What follows belongs to an exercise in optimizing a design on an open flow for small area, a short achievable clock period and few clock cycles; a production flow would make more cautious choices.
Only simulation tests tie the RTL to the original design; equivalence was not proved.
Power is estimated from default activity; no workload was simulated.

==> inputs of job 5754 <==
Design hsh_engine, start of the top module:
module hsh_engine (
    input  wire        clk,
    input  wire        rst,         
    input  wire        req_valid,
    output wire        req_ready,
    input  wire        req_start,
    input  wire        req_final,
    input  wire [16:0] req_len,
    input  wire        in_valid,
    output wire        in_ready,
    input  wire [63:0] in_data,
    output wire        out_valid,
    input  wire        out_ready,
    output wire [63:0] out_data
);
    localparam [511:0] IV = {64'hcbbb9d5dc1059ed8, 64'h629a292a367cd507,
                             64'h9159015a3070dd17, 64'h152fecd8f70e5939,
                             64'h67332667ffc00b31, 64'h8eb44a8768581511,
                             64'hdb0c2e0d64f98fa7, 64'h47b5481dbefa4fa4};
    reg          nx_v, nx_start, nx_final;
    reg [16:0]   nx_len;
    reg          cur_v;       
    reg          start_r, final_r;
    reg [16:0]   len_r;
    reg [9:0]    nb;          
    reg [13:0]   mw;          
    reg          padded;      
    reg          first_blk;   
    reg          cnt_ok;      
    reg [2:0]    fx;          
    reg          fcy;         
    reg          wl;          
    reg [6:0]    cyc;         
    reg          wact;        
    reg          pact;        
    reg          plast;       
    reg          ld_pend, ld_iv, ld_rot;
    reg [3:0]    lc;
    reg          out_pend;
    reg [3:0]    oc;
    reg [9:0]    osel;        
    reg [63:0]   hA, hB, hC, hD, hE, hF, hG, hH;
    reg [127:0]  cnt;
  ...
export LEC_CHECK = 0
export CAP_MARGIN = 20
export CORE_MARGIN = 2
export CORE_UTILIZATION = 45
export SLEW_MARGIN = 20
create_clock -name core_clock -period 11.5 [get_ports {clk}]
standard.sh (not shown) runs the stock make flow with config.mk's settings and CLKGATE_MAP_FILE= SYNTH_SCRIPT=/design/flow/synth_recipe.tcl, a recipe that flattens the netlist after the stock synthesis.
==> flow/flow/run.sh <==
#!/bin/bash
# Standard layout, with timing repair aiming for extra setup slack beyond the clock period.
set -euo pipefail
bash standard.sh SETUP_SLACK_MARGIN=6.0 finish > standard.log 2>&1
==> job 1451 (differences from job 5754) <==
==> flow/flow/run.sh (replaced) <==
#!/bin/bash
# Standard layout, with timing repair aiming for extra setup slack beyond the clock period.
set -euo pipefail
bash standard.sh SETUP_SLACK_MARGIN=5.75 finish > standard.log 2>&1
CORE_UTILIZATION = 40   (was 45)
==> job 2676 (differences from job 5754) <==
CAP_MARGIN = 10   (was 20)
CORE_UTILIZATION = 40   (was 45)
SLEW_MARGIN = 10   (was 20)
==> metrics.md <==
| Metric | Value |
|---|---|
| Status | timing/DRC/antenna clean |
| Power per Cell Area | ~220 nW/um2 |
| Placed cell areas | about 140000 um2 |
| Met2 GRT Util | 0.584 |
# the run above: job 5754

==> metrics.md <==
| Metric | Value |
|---|---|
| Slew Viols, Final | 4 |
| Power per Cell Area | 215 nW/um2 |
| Max-cap violations | 1 |
| Met2 GRT Util | 0.512 |
| Status | finished with violations |
| Violated Checks | capacitance limit, slew limit |
| Placed cell areas | roughly 140000 um2 |
# the run above: job 2676

==> metrics.md <==
| Metric | Value |
|---|---|
| Status | finished with violations |
| Violated Checks | slew limit |
| Met2 GRT Util | 0.508 |
| Slew Viols, Final | 56 |
| Power per Cell Area | ~210 nW/um2 |
| Unique cell type count in the Yosys netlist | ~120 |
# the run above: job 1451

Testbench counts of job 5754, summed over its fixed seeds: cycles 40,034.
Testbench counts of job 1451, summed over its fixed seeds: cycles 40,034.
Testbench counts of job 2676, summed over its fixed seeds: cycles 40,034.

==> job 6951 <==
Another version of the RTL of hsh_engine (not shown whole).
==> flow/config.mk <==
export PLATFORM = sky130hd
export DESIGN_NAME = hsh_engine
export DESIGN_NICKNAME = hsh_engine
export VERILOG_FILES = /design/flow/design.v
export SDC_FILE = /design/flow/constraint.sdc
export NUM_CORES = 4
export LEC_CHECK = 0
export CAP_MARGIN = 20
export CORE_MARGIN = 2
export CORE_UTILIZATION = 40
export SLEW_MARGIN = 20
==> flow/constraint.sdc <==
create_clock -name core_clock -period 11.5 [get_ports {clk}]
set_input_delay 2.3000 -clock core_clock [delete_from_list [all_inputs] [get_ports {clk}]]
set_output_delay 2.3000 -clock core_clock [all_outputs]
set_load 0.01 [all_outputs]
==> flow/flow/run.sh <==
#!/bin/bash
# Standard layout, with timing repair aiming for extra setup slack beyond the clock period.
set -euo pipefail
bash standard.sh SETUP_SLACK_MARGIN=6.0 finish > standard.log 2>&1
==> job 4565: changes against job 6951 <==
--- a/flow/design.v
+++ b/flow/design.v
@@ -13,28 +13,24 @@
     input  wire        out_ready,
     output wire [63:0] out_data
 );
     localparam [511:0] IV = {64'hcbbb9d5dc1059ed8, 64'h629a292a367cd507,
                              64'h9159015a3070dd17, 64'h152fecd8f70e5939,
                              64'h67332667ffc00b31, 64'h8eb44a8768581511,
                              64'hdb0c2e0d64f98fa7, 64'h47b5481dbefa4fa4};
-    reg          ib_v;
-    reg [63:0]   ib;
     reg          nx_v, nx_start, nx_final;
     reg [16:0]   nx_len;
     reg          cur_v;       
     reg          start_r, final_r;
     reg [16:0]   len_r;
     reg [9:0]    nb;          
     reg [13:0]   mw;          
     reg          padded;      
     reg          first_blk;   
     reg          cnt_ok;      
-    reg [2:0]    fx;          
-    reg          fcy;         
     reg          wl;          
     reg [6:0]    cyc;         
     reg          wact;        
     reg          pact;        
     reg          plast;       
     reg          ld_pend, ld_iv, ld_rot;
     reg [3:0]    lc;
@@ -396,17 +392,17 @@
     wire        pad_part = final_r && (mw == 14'd1) && (len_r[2:0] != 3'd0);
     wire [63:0] keep_mask = ~(64'hffffffffffffffff >> {len_r[2:0], 3'b000});
     wire [63:0] pad_bit   = 64'h8000000000000000 >> {len_r[2:0], 3'b000};
     reg  [63:0] gword;
     always @(*) begin
         if (word_in) begin
             if (pad_part)
-                gword = (ib & keep_mask) | pad_bit;
+                gword = (in_data & keep_mask) | pad_bit;
             else
-                gword = ib;
+                gword = in_data;
         end else if (final_r && !padded) begin
             gword = 64'h8000000000000000;
         end else if (lenword) begin
             gword = cyc[0] ? bitlen[63:0] : bitlen[127:64];
         end else begin
             gword = 64'h0;
         end
@@ -445,31 +441,30 @@
     wire [63:0] q_n  = qs1 + qc1;
     wire        rot01 = pact || (first_blk && !start_r);    
     wire        rot   = s79 || s80 || ((s0 || s1) && rot01);
     wire [63:0] suma  = hD + a;
     wire [63:0] sume  = hH + e;
     wire [4:0]  ld_pos  = {1'b0, lc} + (ld_rot ? 5'd2 : 5'd0);
     wire        ld_ok   = ld_pend && !(pact && plast) && (!out_pend || (ld_pos < {1'b0, oc}));
-    wire        ld_go   = ld_ok && (ld_iv || ib_v);
+    wire        ld_go   = ld_ok && (ld_iv || in_valid);
     reg  [63:0] ivw;
     always @(*) begin
         case (lc)
             4'd0: ivw = IV[511:448];
             4'd1: ivw = IV[447:384];
             4'd2: ivw = IV[383:320];
             4'd3: ivw = IV[319:256];
             4'd4: ivw = IV[255:192];
             4'd5: ivw = IV[191:128];
             4'd6: ivw = IV[127:64];
             4'd7: ivw = IV[63:0];
-            4'd8: ivw = {47'd0, len_r};           
             default: ivw = 64'd0;
         endcase
     end
-    wire [63:0] ldw = ld_iv ? ivw : ib;
+    wire [63:0] ldw = ld_iv ? ivw : in_data;
     wire ldA = ld_go && (lc == (ld_rot ? 4'd2 : 4'd0));
     wire ldB = ld_go && (lc == (ld_rot ? 4'd3 : 4'd1));
     wire ldC = ld_go && (lc == (ld_rot ? 4'd0 : 4'd2));
     wire ldD = ld_go && (lc == (ld_rot ? 4'd1 : 4'd3));
     wire ldE = ld_go && (lc == (ld_rot ? 4'd6 : 4'd4));
     wire ldF = ld_go && (lc == (ld_rot ? 4'd7 : 4'd5));
     wire ldG = ld_go && (lc == (ld_rot ? 4'd4 : 4'd6));
@@ -479,18 +474,17 @@
     assign out_data = ({64{osel[0]}} & hA) | ({64{osel[1]}} & hB) |
                       ({64{osel[2]}} & hC) | ({64{osel[3]}} & hD) |
                       ({64{osel[4]}} & hE) | ({64{osel[5]}} & hF) |
                       ({64{osel[6]}} & hG) | ({64{osel[7]}} & hH) |
                       ({64{osel[8]}} & cnt[63:0]) | ({64{osel[9]}} & cnt[127:64]);
     wire in_take = msg_slot && word_in;
     assign req_ready = !nx_v;
-    wire ib_take = (run && in_take) || (ld_go && !ld_iv);
-    assign in_ready  = !ib_v || ib_take;
+    assign in_ready  = in_take || (ld_ok && !ld_iv);
     assign out_valid = out_pend;
-    wire go = !(in_take && !ib_v) && !(s79 && ld_pend) && !(lenword && !cnt_ok);
+    wire go = !(in_take && !in_valid) && !(s79 && ld_pend) && !(lenword && !cnt_ok);
     wire rnd_en = s0 ? pact : !s1;
     wire wstep  = wact && !s80;
     wire [17:0] nblk_nx = nx_final ? (({1'b0, nx_len} + 18'd144) >> 7)
                                    : ({1'b0, nx_len} >> 7);
     wire        nx_blocks = (nblk_nx != 18'd0);
     wire last_blk = (nb == 10'd1);
     wire end_blk  = wact && s80 && go;
@@ -500,20 +494,17 @@
     wire take     = take_b || take_c;
     wire ld_last  = ld_go && (lc == 4'd9);
     wire blk_go   = wl && ld_last && (nb != 10'd0);       
     wire new_go   = take && nx_start && nx_blocks;        
     wire       run    = go && (wact || pact);
     wire       cyc_we = run || new_go || blk_go;
     wire [6:0] cyc_nx = (!run || s80 || (s1 && !wact)) ? 7'd0 : cyc + 7'd1;
-    wire fix = cur_v && !ld_pend && !cnt_ok;
-    wire [15:0] fadd = (fx == 3'd0) ? len_r[15:0] : {15'd0, (fx == 3'd1) & len_r[16]};
-    wire [16:0] fsum = {1'b0, cnt[15:0]} + {1'b0, fadd} + {16'd0, fcy};
+    wire fix = cur_v && !ld_pend && !cnt_ok;              
+    wire [127:0] cnt_sum = cnt + {111'd0, len_r};
     always @(posedge clk) begin
-        if (in_valid && in_ready)
-            ib <= in_data;
         if (cyc_we) begin
             cyc <= cyc_nx;
             s0  <= (cyc_nx == 7'd0);
             s1  <= (cyc_nx == 7'd1);
             s79 <= (cyc_nx == 7'd79);
             s80 <= (cyc_nx == 7'd80);
         end
@@ -552,33 +543,28 @@
         if (ldB) hB <= ldw; else if (rot_go) hB <= hA;
         if (ldC) hC <= ldw; else if (rot_go) hC <= hB;
         if (ldD) hD <= ldw; else if (rot_go) hD <= hC;
         if (ldE) hE <= ldw; else if (rot_go) hE <= sume;
         if (ldF) hF <= ldw; else if (rot_go) hF <= hE;
         if (ldG) hG <= ldw; else if (rot_go) hG <= hF;
         if (ldH) hH <= ldw; else if (rot_go) hH <= hG;
-        if (ldL) cnt[63:0]   <= ldw; else if (fix) cnt[63:0]   <= cnt[79:16];
-        if (ldU) cnt[127:64] <= ldw; else if (fix) cnt[127:64] <= {fsum[15:0], cnt[127:80]};
+        if (ldL) cnt[63:0]   <= ldw; else if (fix) cnt[63:0]   <= cnt_sum[63:0];
+        if (ldU) cnt[127:64] <= ldw; else if (fix) cnt[127:64] <= cnt_sum[127:64];
     end
     always @(posedge clk) begin
         if (rst) begin
             nx_v     <= 1'b0;
-            ib_v     <= 1'b0;
             cur_v    <= 1'b0;
             wact     <= 1'b0;
             pact     <= 1'b0;
             plast    <= 1'b0;
             ld_pend  <= 1'b0;
             out_pend <= 1'b0;
             wl       <= 1'b0;
         end else begin
-            if (in_valid && in_ready)
-                ib_v <= 1'b1;
-            else if (ib_take)
-                ib_v <= 1'b0;
             if (req_valid && !nx_v) begin
                 nx_v     <= 1'b1;
                 nx_start <= req_start;
                 nx_final <= req_final;
                 nx_len   <= req_len;
             end
             if (out_pend && out_ready) begin
@@ -588,21 +574,15 @@
                     out_pend <= 1'b0;
             end
             if (ld_go) begin
                 lc <= lc + 4'd1;
                 if (lc == 4'd9)
                     ld_pend <= 1'b0;
             end
-            if (fix) begin
-                fx  <= fx + 3'd1;
-                fcy <= fsum[16];
-                if (fx == 3'd7)
-                    cnt_ok <= 1'b1;
-            end
-            if (ld_last && ld_iv)
+            if (fix)
                 cnt_ok <= 1'b1;
             if (wl && ld_last) begin
                 wl <= 1'b0;
                 if (nb == 10'd0) begin
                     cur_v    <= 1'b0;
                     out_pend <= 1'b1;
                     oc       <= 4'd0;
@@ -647,16 +627,14 @@
                 start_r   <= nx_start;
                 final_r   <= nx_final;
                 len_r     <= nx_len;
                 nb        <= nblk_nx[9:0];
                 mw        <= ({1'b0, nx_len} + 18'd7) >> 3;
                 padded    <= 1'b0;
                 cnt_ok    <= 1'b0;
-                fx        <= 3'd0;
-                fcy       <= 1'b0;
                 ld_pend   <= 1'b1;
                 ld_iv     <= nx_start;
                 ld_rot    <= !nx_start && nx_blocks;
                 lc        <= 4'd0;
                 if (new_go) begin
                     wact      <= 1'b1;
                     first_blk <= 1'b1;
==> flow/run.sh (new file) <==
#!/bin/bash
# synth_recipe.tcl (not shown) runs the flow's synth.tcl, then flattens the netlist and writes it again
# the make line also repeats each setting of config.mk as NAME=value (left out here)
make -C /OpenROAD-flow-scripts/flow DESIGN_CONFIG=/design/flow/config.mk WORK_HOME=/design/flow/orfs CLKGATE_MAP_FILE= SYNTH_SCRIPT=/design/flow/synth_recipe.tcl finish
Settings changed: SETUP_SLACK_MARGIN set to 5, TNS_END_PERCENT set to 0.
removed: flow/flow/run.sh
removed: flow/standard.sh
==> job 2712: changes against job 6951 <==
--- a/flow/design.v
+++ b/flow/design.v
@@ -13,16 +13,14 @@
     input  wire        out_ready,
     output wire [63:0] out_data
 );
     localparam [511:0] IV = {64'hcbbb9d5dc1059ed8, 64'h629a292a367cd507,
                              64'h9159015a3070dd17, 64'h152fecd8f70e5939,
                              64'h67332667ffc00b31, 64'h8eb44a8768581511,
                              64'hdb0c2e0d64f98fa7, 64'h47b5481dbefa4fa4};
-    reg          ib_v;
-    reg [63:0]   ib;
     reg          nx_v, nx_start, nx_final;
     reg [16:0]   nx_len;
     reg          cur_v;       
     reg          start_r, final_r;
     reg [16:0]   len_r;
     reg [9:0]    nb;          
     reg [13:0]   mw;          
@@ -396,17 +394,17 @@
     wire        pad_part = final_r && (mw == 14'd1) && (len_r[2:0] != 3'd0);
     wire [63:0] keep_mask = ~(64'hffffffffffffffff >> {len_r[2:0], 3'b000});
     wire [63:0] pad_bit   = 64'h8000000000000000 >> {len_r[2:0], 3'b000};
     reg  [63:0] gword;
     always @(*) begin
         if (word_in) begin
             if (pad_part)
-                gword = (ib & keep_mask) | pad_bit;
+                gword = (in_data & keep_mask) | pad_bit;
             else
-                gword = ib;
+                gword = in_data;
         end else if (final_r && !padded) begin
             gword = 64'h8000000000000000;
         end else if (lenword) begin
             gword = cyc[0] ? bitlen[63:0] : bitlen[127:64];
         end else begin
             gword = 64'h0;
         end
@@ -445,15 +443,15 @@
     wire [63:0] q_n  = qs1 + qc1;
     wire        rot01 = pact || (first_blk && !start_r);    
     wire        rot   = s79 || s80 || ((s0 || s1) && rot01);
     wire [63:0] suma  = hD + a;
     wire [63:0] sume  = hH + e;
     wire [4:0]  ld_pos  = {1'b0, lc} + (ld_rot ? 5'd2 : 5'd0);
     wire        ld_ok   = ld_pend && !(pact && plast) && (!out_pend || (ld_pos < {1'b0, oc}));
-    wire        ld_go   = ld_ok && (ld_iv || ib_v);
+    wire        ld_go   = ld_ok && (ld_iv || in_valid);
     reg  [63:0] ivw;
     always @(*) begin
         case (lc)
             4'd0: ivw = IV[511:448];
             4'd1: ivw = IV[447:384];
             4'd2: ivw = IV[383:320];
             4'd3: ivw = IV[319:256];
@@ -461,15 +459,15 @@
             4'd5: ivw = IV[191:128];
             4'd6: ivw = IV[127:64];
             4'd7: ivw = IV[63:0];
             4'd8: ivw = {47'd0, len_r};           
             default: ivw = 64'd0;
         endcase
     end
-    wire [63:0] ldw = ld_iv ? ivw : ib;
+    wire [63:0] ldw = ld_iv ? ivw : in_data;
     wire ldA = ld_go && (lc == (ld_rot ? 4'd2 : 4'd0));
     wire ldB = ld_go && (lc == (ld_rot ? 4'd3 : 4'd1));
     wire ldC = ld_go && (lc == (ld_rot ? 4'd0 : 4'd2));
     wire ldD = ld_go && (lc == (ld_rot ? 4'd1 : 4'd3));
     wire ldE = ld_go && (lc == (ld_rot ? 4'd6 : 4'd4));
     wire ldF = ld_go && (lc == (ld_rot ? 4'd7 : 4'd5));
     wire ldG = ld_go && (lc == (ld_rot ? 4'd4 : 4'd6));
@@ -479,18 +477,17 @@
     assign out_data = ({64{osel[0]}} & hA) | ({64{osel[1]}} & hB) |
                       ({64{osel[2]}} & hC) | ({64{osel[3]}} & hD) |
                       ({64{osel[4]}} & hE) | ({64{osel[5]}} & hF) |
                       ({64{osel[6]}} & hG) | ({64{osel[7]}} & hH) |
                       ({64{osel[8]}} & cnt[63:0]) | ({64{osel[9]}} & cnt[127:64]);
     wire in_take = msg_slot && word_in;
     assign req_ready = !nx_v;
-    wire ib_take = (run && in_take) || (ld_go && !ld_iv);
-    assign in_ready  = !ib_v || ib_take;
+    assign in_ready  = in_take || (ld_ok && !ld_iv);
     assign out_valid = out_pend;
-    wire go = !(in_take && !ib_v) && !(s79 && ld_pend) && !(lenword && !cnt_ok);
+    wire go = !(in_take && !in_valid) && !(s79 && ld_pend) && !(lenword && !cnt_ok);
     wire rnd_en = s0 ? pact : !s1;
     wire wstep  = wact && !s80;
     wire [17:0] nblk_nx = nx_final ? (({1'b0, nx_len} + 18'd144) >> 7)
                                    : ({1'b0, nx_len} >> 7);
     wire        nx_blocks = (nblk_nx != 18'd0);
     wire last_blk = (nb == 10'd1);
     wire end_blk  = wact && s80 && go;
@@ -504,16 +501,14 @@
     wire       run    = go && (wact || pact);
     wire       cyc_we = run || new_go || blk_go;
     wire [6:0] cyc_nx = (!run || s80 || (s1 && !wact)) ? 7'd0 : cyc + 7'd1;
     wire fix = cur_v && !ld_pend && !cnt_ok;
     wire [15:0] fadd = (fx == 3'd0) ? len_r[15:0] : {15'd0, (fx == 3'd1) & len_r[16]};
     wire [16:0] fsum = {1'b0, cnt[15:0]} + {1'b0, fadd} + {16'd0, fcy};
     always @(posedge clk) begin
-        if (in_valid && in_ready)
-            ib <= in_data;
         if (cyc_we) begin
             cyc <= cyc_nx;
             s0  <= (cyc_nx == 7'd0);
             s1  <= (cyc_nx == 7'd1);
             s79 <= (cyc_nx == 7'd79);
             s80 <= (cyc_nx == 7'd80);
         end
@@ -558,27 +553,22 @@
         if (ldH) hH <= ldw; else if (rot_go) hH <= hG;
         if (ldL) cnt[63:0]   <= ldw; else if (fix) cnt[63:0]   <= cnt[79:16];
         if (ldU) cnt[127:64] <= ldw; else if (fix) cnt[127:64] <= {fsum[15:0], cnt[127:80]};
     end
     always @(posedge clk) begin
         if (rst) begin
             nx_v     <= 1'b0;
-            ib_v     <= 1'b0;
             cur_v    <= 1'b0;
             wact     <= 1'b0;
             pact     <= 1'b0;
             plast    <= 1'b0;
             ld_pend  <= 1'b0;
             out_pend <= 1'b0;
             wl       <= 1'b0;
         end else begin
-            if (in_valid && in_ready)
-                ib_v <= 1'b1;
-            else if (ib_take)
-                ib_v <= 1'b0;
             if (req_valid && !nx_v) begin
                 nx_v     <= 1'b1;
                 nx_start <= req_start;
                 nx_final <= req_final;
                 nx_len   <= req_len;
             end
             if (out_pend && out_ready) begin
==> notes.md <==
metric	job 2712	job 4565	job 6951
Status	complete, no violations	complete, no violations	complete, no violations
Minimum clock period after layout	5.85 ns	6.82 ns	5.76 ns
Share of the synthesized netlist area taken by xor and xnor gates	5.84%	6.57%	5.81%
Vias	111000	110000	113000
First element of the critical path	a[1]$_DFFE_PP_	osel[8]$_DFFE_PN_	a[7]$_DFFE_PP_
Fraction of area in registers	44.7%	45.9%	44.8%
Height of the die	591 um	594 um	595 um
Iter 0 DRT Violations	18300	18700	18800
Worst IR drop on VDD	0.000148 V	0.000121 V	0.000157 V
Slowest cell on the critical path	fa_1	a22oi_1	o21ai_1
P_comb	0.0141 W	0.0126 W	0.0153 W
EDFF count, synth	2339	2335	2403
Post-CTS setup buffer count	180	0	254
Setup skew after layout	0.0858 ns	0.0719 ns	0.0882 ns
Clock tree cell share of total cell area	5.62%	5.81%	5.52%
Combinational share of power	41.9%	38.7%	43.5%
Sequential cell area	70400 um^2	71400 um^2	72300 um^2
Met1 usage in global routing	49.8%	47.1%	48.4%
Number of global-route vias before repair	102000	102000	104000
Insertion delay of the later-clocked pin in the worst-skew pair	0.98 ns	0.95 ns	0.98 ns
Slew @ Worst Pin	1.33 ns	1.31 ns	1.33 ns
Die Wd	591 um	594 um	595 um
Worst reg2reg path depth	23	18	14
Synth Area in Adders	11.4%	11.4%	11.2%
Testbench counts of job 6951, summed over its fixed seeds: cycles 40,034.
Testbench counts of job 4565, summed over its fixed seeds: cycles 40,034.
Testbench counts of job 2712, summed over its fixed seeds: cycles 40,034.

## re-timing with driven ports
How much do the figures lean on ideal ports? The routed layouts below were timed once more, with nothing changed but the port constraints.
Step 1, drivers: a clkbuf_16 drives clk and a buf_2 each remaining input, both assumed.
Step 2 times the ports against the registers' clock, not the clock port: input delays grow and output delays shrink by t, the midpoint of the rising clock arrivals with the driver on.
Three values: no drivers, after step 1, after step 2; two values: the first two.
| run | shift t [ns] | setup WS [ns] | worst setup path at the end | slew at the worst register clock pin (ns) |
|---|---|---|---|---|
| job 5754 | 1.022 | 5.553 / 5.553 / 5.063 | input to register | 0.07 / 0.07 |
| job 1451 | 1.044 | 5.555 / 5.555 / 5.004 | input to register | 0.07 / 0.07 |
| job 2676 | 1.038 | 5.733 / 5.733 / 5.202 | input to register | 0.07 / 0.07 |
| job 6951 | 1.036 | 5.743 / 5.743 / 5.743 | register to register | 0.07 / 0.07 |
| job 4565 | 1.026 | 4.682 / 4.566 / 4.566 | input to register | 0.07 / 0.07 |
| job 2712 | 1.046 | 5.651 / 5.651 / 5.073 | input to register | 0.07 / 0.07 |
The setup slack of job 2712, which loses most, moves by 0.000 ns with the drivers and by -0.578 ns with both steps.
